What follows belongs to an exercise in optimizing a design on an open flow for small area, a short achievable clock period and few clock cycles; a production flow would make more cautious choices.

before:
==> flow/design.v (excerpt) <==
module dsl_cmac (
    input  wire         clk,
    input  wire         rst_n,         
    input  wire         key_load,
    input  wire [127:0] key,
    input  wire         in_valid,
    output wire         in_ready,
    input  wire [31:0]  in_data,
    input  wire         in_last,
    input  wire [1:0]   in_nbytes,     
    output reg          tag_valid,
    output wire [127:0] tag
);
    reg  [127:0] key_r;         
    reg          kz;            
    reg  [127:0] k1;            
    reg  [127:0] aes_st;        
    reg  [127:0] rk;            
    reg  [3:0]   rnd;           
    reg          kinit;         
    reg          kmode;         
    reg          waitx;         
    reg          cur_last;      
    reg  [127:0] buf_w;
    reg  [1:0]   bcnt;          
    reg          bfull;         
    reg          bpad;          
    reg          bpad80;        
    reg          blast;         
    reg          bwhole;        
    reg          c_mix;         
    reg          c_shift;       
    reg          c_hold;        
    reg          c_rk;          
    reg          c_k0;          
    reg          c_buf;         
    reg          c_ks_key;      
    reg          c_ks_rk;       
    reg          c_kfin;        
    reg          c_kl;          
    reg  [7:0]   rcon;          
    assign in_ready = !bfull && !bpad;
    assign tag      = aes_st;
    wire take = in_valid && in_ready;
    wire [127:0] shifted, mixed;
    aes_round u_rd (.state_in(aes_st), .shifted(shifted), .mixed(mixed));
    wire [127:0] k2 = {k1[126:0], 1'b0} ^ (k1[127] ? 128'h87 : 128'h0);
    wire [127:0] bufop = buf_w ^ (blast ? (bwhole ? k1 : k2) : 128'h0);
    wire [127:0] opb = (c_rk ? rk : 128'h0) ^ (c_k0 ? key_r : 128'h0) ^
                       (c_buf ? bufop : 128'h0);
    wire [127:0] opa = (c_mix ? mixed : 128'h0) | (c_shift ? shifted : 128'h0) |
                       (c_hold ? aes_st : 128'h0);
    wire [127:0] st_next = opa ^ opb;
    wire [127:0] rk_next;
    wire [127:0] ks_in = (c_ks_key ? key_r : 128'h0) | (c_ks_rk ? rk : 128'h0);
    aes_key_step u_ks (.key_in(ks_in), .rcon(rcon), .key_out(rk_next));
    wire [127:0] l_dbl = {aes_st[126:0], 1'b0} ^ (aes_st[127] ? 128'h87 : 128'h0);
    wire fin     = c_shift;     
    wire running = c_rk;        
    wire load    = c_buf;       
    reg  [3:0] n_rnd;
  ...
Size: ~670 flip-flops, ~54000 µm² of cells after synthesis.
==> module dsl_cmac, before the edit <==
module dsl_cmac (
    input  wire         clk,
    input  wire         rst_n,         
    input  wire         key_load,
    input  wire [127:0] key,
    input  wire         in_valid,
    output wire         in_ready,
    input  wire [31:0]  in_data,
    input  wire         in_last,
    input  wire [1:0]   in_nbytes,     
    output reg          tag_valid,
    output wire [127:0] tag
);
    reg  [127:0] key_r;         
    reg          kz;            
    reg  [127:0] k1;            
    reg  [127:0] aes_st;        
    reg  [127:0] rk;            
    reg  [3:0]   rnd;           
    reg          kinit;         
    reg          kmode;         
    reg          waitx;         
    reg          cur_last;      
    reg  [127:0] buf_w;
    reg  [1:0]   bcnt;          
    reg          bfull;         
    reg          bpad;          
    reg          bpad80;        
    reg          blast;         
    reg          bwhole;        
    reg          c_mix;         
    reg          c_shift;       
    reg          c_hold;        
    reg          c_rk;          
    reg          c_k0;          
    reg          c_buf;         
    reg          c_ks_key;      
    reg          c_ks_rk;       
    reg          c_kfin;        
    reg          c_kl;          
    reg  [7:0]   rcon;          
    assign in_ready = !bfull && !bpad;
    assign tag      = aes_st;
    wire take = in_valid && in_ready;
    wire [127:0] shifted, mixed;
    aes_round u_rd (.state_in(aes_st), .shifted(shifted), .mixed(mixed));
    wire [127:0] k2 = {k1[126:0], 1'b0} ^ (k1[127] ? 128'h87 : 128'h0);
    wire [127:0] bufop = buf_w ^ (blast ? (bwhole ? k1 : k2) : 128'h0);
    wire [127:0] opb = (c_rk ? rk : 128'h0) ^ (c_k0 ? key_r : 128'h0) ^
                       (c_buf ? bufop : 128'h0);
    wire [127:0] opa = (c_mix ? mixed : 128'h0) | (c_shift ? shifted : 128'h0) |
                       (c_hold ? aes_st : 128'h0);
    wire [127:0] st_next = opa ^ opb;
    wire [127:0] rk_next;
    wire [127:0] ks_in = (c_ks_key ? key_r : 128'h0) | (c_ks_rk ? rk : 128'h0);
    aes_key_step u_ks (.key_in(ks_in), .rcon(rcon), .key_out(rk_next));
    wire [127:0] l_dbl = {aes_st[126:0], 1'b0} ^ (aes_st[127] ? 128'h87 : 128'h0);
    wire fin     = c_shift;     
    wire running = c_rk;        
    wire load    = c_buf;       
    reg  [3:0] n_rnd;
    reg        n_kinit, n_kz, n_kmode, n_waitx, n_cur_last;
    reg  [1:0] n_bcnt;
    reg        n_bfull, n_bpad, n_bpad80, n_blast, n_bwhole;
    always @* begin
        n_kinit = key_load;
        n_kz    = key_load ? 1'b0 : kz;
        n_kmode = kinit ? 1'b1 : (fin ? 1'b0 : kmode);
        n_rnd   = !c_ks_rk ? 4'd1 : ((fin || !running) ? 4'd0 : rnd + 4'd1);
        n_cur_last = load ? blast : cur_last;
        n_waitx = (fin && !cur_last && !kmode && !bfull) ? 1'b1 : (load ? 1'b0 : waitx);
        n_bcnt   = bcnt;
        n_bfull  = bfull;
        n_bpad   = bpad;
        n_bpad80 = bpad80;
        n_blast  = blast;
        n_bwhole = bwhole;
        if (load) begin
            n_bfull = 1'b0;
            n_blast = 1'b0;
        end else if (take || bpad) begin
            n_bcnt = bcnt + 2'd1;
            if (bcnt == 2'd3) begin
                n_bfull = 1'b1;
                n_bpad  = 1'b0;
            end else if (take && in_last) begin
                n_bpad = 1'b1;
            end
            n_bpad80 = take && in_last && (in_nbytes == 2'd3);
            if (take && in_last) begin
                n_blast  = 1'b1;
                n_bwhole = (bcnt == 2'd3) && (in_nbytes == 2'd3);
            end
        end
        if (!rst_n) begin
            n_rnd = 4'd0;  n_kinit = 1'b1;  n_kz = 1'b1;  n_kmode = 1'b0;  n_waitx = 1'b0;
            n_cur_last = 1'b0;
            n_bcnt = 2'd0; n_bfull = 1'b0;  n_bpad = 1'b0;   n_bpad80 = 1'b0;
            n_blast = 1'b0; n_bwhole = 1'b0;
        end
    end
    wire n_fin     = (n_rnd == 4'd10) && !n_kinit;
    wire n_running = (n_rnd != 4'd0) && !n_kinit;
    wire n_ld_idle = !n_running && !n_kinit && n_bfull && !c_kfin;
    wire n_ld_fin  = n_fin && !n_cur_last && !n_kmode && n_bfull;
    wire n_load    = n_ld_idle || n_ld_fin;
    wire n_start   = n_load || n_kinit;
    reg  [7:0] n_rcon;
    always @* begin
        case (n_start ? 4'd1 : n_rnd + 4'd1)
            4'd1:  n_rcon = 8'h01;
            4'd2:  n_rcon = 8'h02;
            4'd3:  n_rcon = 8'h04;
            4'd4:  n_rcon = 8'h08;
            4'd5:  n_rcon = 8'h10;
            4'd6:  n_rcon = 8'h20;
            4'd7:  n_rcon = 8'h40;
            4'd8:  n_rcon = 8'h80;
            4'd9:  n_rcon = 8'h1b;
            4'd10: n_rcon = 8'h36;
            default: n_rcon = 8'h00;
        endcase
    end
    reg [31:0] wpad;            
    always @* begin
        wpad = in_data;
        if (bpad)
            wpad = {bpad80, 31'd0};
        else if (in_last) begin
            case (in_nbytes)
                2'd0: wpad = {in_data[31:24], 8'h80, 16'h0};
                2'd1: wpad = {in_data[31:16], 8'h80, 8'h0};
                2'd2: wpad = {in_data[31:8],  8'h80};
                default: wpad = in_data;
            endcase
        end
    end
    always @(posedge clk) begin
        if (take || bpad)
            buf_w <= {buf_w[95:0], wpad};
        aes_st <= st_next;
        rk     <= rk_next;
        if (c_kl)
            k1 <= l_dbl;
    end
    always @(posedge clk) begin
        rnd      <= n_rnd;
        kinit    <= n_kinit;
        kz       <= n_kz;
        kmode    <= n_kmode;
        waitx    <= n_waitx;
        cur_last <= n_cur_last;
        bcnt     <= n_bcnt;
        bfull    <= n_bfull;
        bpad     <= n_bpad;
        bpad80   <= n_bpad80;
        blast    <= n_blast;
        bwhole   <= n_bwhole;
        c_mix    <= n_running && !n_fin;
        c_shift  <= n_fin;
        c_hold   <= n_waitx && !n_kinit && !n_running;
        c_rk     <= n_running;
        c_k0     <= (n_kinit || n_load) && !n_kz;
        c_buf    <= n_load;
        c_ks_key <= n_start && !n_kz;
        c_ks_rk  <= !n_start;
        c_kfin   <= n_fin && n_kmode;
        c_kl     <= c_kfin && rst_n;
        rcon     <= n_rcon;
        if (key_load)
            key_r <= key;
        if (!rst_n)
            tag_valid <= 1'b0;
        else
            tag_valid <= fin && cur_last && !kmode;
    end
endmodule
clock: 10.0 ns
lec_check: 0
cap_margin: 40
core_margin: 2
core_utilization: 30
place_density: 0.45
setup_slack_margin: 3
slew_margin: 30
synth_hierarchical: 1
synth_minimum_keep_size: 0
run.sh (not shown) runs the stock make flow with config.mk's settings and CLKGATE_MAP_FILE= SYNTH_SCRIPT=/design/flow/synth_recipe.tcl, a recipe that flattens the netlist after the stock synthesis.
Setup changes, before to after
--- a/flow/design.v
+++ b/flow/design.v
@@ -217,13 +217,12 @@
     input  wire         in_last,
     input  wire [1:0]   in_nbytes,     
     output reg          tag_valid,
     output wire [127:0] tag
 );
     reg  [127:0] key_r;         
-    reg          kz;            
     reg  [127:0] k1;            
     reg  [127:0] aes_st;        
     reg  [127:0] rk;            
     reg  [3:0]   rnd;           
     reg          kinit;         
     reg          kmode;         
@@ -239,16 +238,14 @@
     reg          c_mix;         
     reg          c_shift;       
     reg          c_hold;        
     reg          c_rk;          
     reg          c_k0;          
     reg          c_buf;         
-    reg          c_ks_key;      
-    reg          c_ks_rk;       
+    reg          c_start;       
     reg          c_kfin;        
-    reg          c_kl;          
     reg  [7:0]   rcon;          
     assign in_ready = !bfull && !bpad;
     assign tag      = aes_st;
     wire take = in_valid && in_ready;
     wire [127:0] shifted, mixed;
     aes_round u_rd (.state_in(aes_st), .shifted(shifted), .mixed(mixed));
@@ -257,27 +254,28 @@
     wire [127:0] opb = (c_rk ? rk : 128'h0) ^ (c_k0 ? key_r : 128'h0) ^
                        (c_buf ? bufop : 128'h0);
     wire [127:0] opa = (c_mix ? mixed : 128'h0) | (c_shift ? shifted : 128'h0) |
                        (c_hold ? aes_st : 128'h0);
     wire [127:0] st_next = opa ^ opb;
     wire [127:0] rk_next;
-    wire [127:0] ks_in = (c_ks_key ? key_r : 128'h0) | (c_ks_rk ? rk : 128'h0);
-    aes_key_step u_ks (.key_in(ks_in), .rcon(rcon), .key_out(rk_next));
-    wire [127:0] l_dbl = {aes_st[126:0], 1'b0} ^ (aes_st[127] ? 128'h87 : 128'h0);
-    wire fin     = c_shift;     
-    wire running = c_rk;        
-    wire load    = c_buf;       
+    aes_key_step u_ks (.key_in(c_start ? key_r : rk), .rcon(rcon), .key_out(rk_next));
+    wire [127:0] l_dbl = {st_next[126:0], 1'b0} ^ (st_next[127] ? 128'h87 : 128'h0);
+    wire fin     = (rnd == 4'd10) && !kinit;
+    wire running = (rnd != 4'd0) && !kinit;
+    wire ld_idle = !running && !kinit && bfull;                   
+    wire ld_fin  = fin && !cur_last && !kmode && bfull;           
+    wire load    = ld_idle || ld_fin;
+    wire start   = load || kinit;                                 
     reg  [3:0] n_rnd;
-    reg        n_kinit, n_kz, n_kmode, n_waitx, n_cur_last;
+    reg        n_kinit, n_kmode, n_waitx, n_cur_last;
     reg  [1:0] n_bcnt;
     reg        n_bfull, n_bpad, n_bpad80, n_blast, n_bwhole;
     always @* begin
         n_kinit = key_load;
-        n_kz    = key_load ? 1'b0 : kz;
         n_kmode = kinit ? 1'b1 : (fin ? 1'b0 : kmode);
-        n_rnd   = !c_ks_rk ? 4'd1 : ((fin || !running) ? 4'd0 : rnd + 4'd1);
+        n_rnd   = start ? 4'd1 : ((fin || !running) ? 4'd0 : rnd + 4'd1);
         n_cur_last = load ? blast : cur_last;
         n_waitx = (fin && !cur_last && !kmode && !bfull) ? 1'b1 : (load ? 1'b0 : waitx);
         n_bcnt   = bcnt;
         n_bfull  = bfull;
         n_bpad   = bpad;
         n_bpad80 = bpad80;
@@ -298,21 +296,21 @@
             if (take && in_last) begin
                 n_blast  = 1'b1;
                 n_bwhole = (bcnt == 2'd3) && (in_nbytes == 2'd3);
             end
         end
         if (!rst_n) begin
-            n_rnd = 4'd0;  n_kinit = 1'b1;  n_kz = 1'b1;  n_kmode = 1'b0;  n_waitx = 1'b0;
+            n_rnd = 4'd0;  n_kinit = 1'b1;  n_kmode = 1'b0;  n_waitx = 1'b0;
             n_cur_last = 1'b0;
             n_bcnt = 2'd0; n_bfull = 1'b0;  n_bpad = 1'b0;   n_bpad80 = 1'b0;
             n_blast = 1'b0; n_bwhole = 1'b0;
         end
     end
     wire n_fin     = (n_rnd == 4'd10) && !n_kinit;
     wire n_running = (n_rnd != 4'd0) && !n_kinit;
-    wire n_ld_idle = !n_running && !n_kinit && n_bfull && !c_kfin;
+    wire n_ld_idle = !n_running && !n_kinit && n_bfull;
     wire n_ld_fin  = n_fin && !n_cur_last && !n_kmode && n_bfull;
     wire n_load    = n_ld_idle || n_ld_fin;
     wire n_start   = n_load || n_kinit;
     reg  [7:0] n_rcon;
     always @* begin
         case (n_start ? 4'd1 : n_rnd + 4'd1)
@@ -345,19 +343,18 @@
     end
     always @(posedge clk) begin
         if (take || bpad)
             buf_w <= {buf_w[95:0], wpad};
         aes_st <= st_next;
         rk     <= rk_next;
-        if (c_kl)
+        if (c_kfin)
             k1 <= l_dbl;
     end
     always @(posedge clk) begin
         rnd      <= n_rnd;
         kinit    <= n_kinit;
-        kz       <= n_kz;
         kmode    <= n_kmode;
         waitx    <= n_waitx;
         cur_last <= n_cur_last;
         bcnt     <= n_bcnt;
         bfull    <= n_bfull;
         bpad     <= n_bpad;
@@ -365,21 +362,21 @@
         blast    <= n_blast;
         bwhole   <= n_bwhole;
         c_mix    <= n_running && !n_fin;
         c_shift  <= n_fin;
         c_hold   <= n_waitx && !n_kinit && !n_running;
         c_rk     <= n_running;
-        c_k0     <= (n_kinit || n_load) && !n_kz;
+        c_k0     <= n_kinit || n_load;
         c_buf    <= n_load;
-        c_ks_key <= n_start && !n_kz;
-        c_ks_rk  <= !n_start;
+        c_start  <= n_start;
         c_kfin   <= n_fin && n_kmode;
-        c_kl     <= c_kfin && rst_n;
         rcon     <= n_rcon;
-        if (key_load)
-            key_r <= key;
-        if (!rst_n)
+        if (!rst_n) begin
+            key_r     <= 128'd0;
             tag_valid <= 1'b0;
-        else
+        end else begin
             tag_valid <= fin && cur_last && !kmode;
+            if (key_load)
+                key_r <= key;
+        end
     end
 endmodule
==> summary.txt <==
From before to after the numbers moved as follows: largest net degree at the start of global routing +7.1%, detailed-router iteration count before antenna repair decreased by 1 relative to the old numbers, post-synthesis instance area went up. aes_st[92] as the launching element of the worst setup path was reported by before, and aes_st[75] by after. Diff before -> after: ratio of final minimum period to clock period rose by 1.0 points. after finished end to end and its layout was clean on timing, DRC and antenna.
No functional check of the RTL was part of any run of this note.

afterwards: timing with drivers on the ports:
Ports are ideal in the flow. The routed layouts listed here were re-timed in OpenROAD.
Step 1 sets driving cells, clkbuf_16 on the clock port and buf_2 on the other inputs (assumed; they add their load-dependent delay and slew).
Step 2 adds t to the input delays and takes it off the output delays; t is the mean of the earliest and latest rising clock arrival at the registers after step 1. Input paths then give back, and output paths get back, about the clock's delay inside the block.
Slacks: no drivers / after step 1 / after step 2; pairs: no drivers / after step 1.
run	t (ns)	setup slack, ns	slew at the worst register clock pin (ns)
before	0.752	3.299 / 3.299 / 3.299	0.06 / 0.06
after	0.764	3.195 / 3.195 / 3.195	0.07 / 0.07
After both steps every run listed still meets setup and hold.
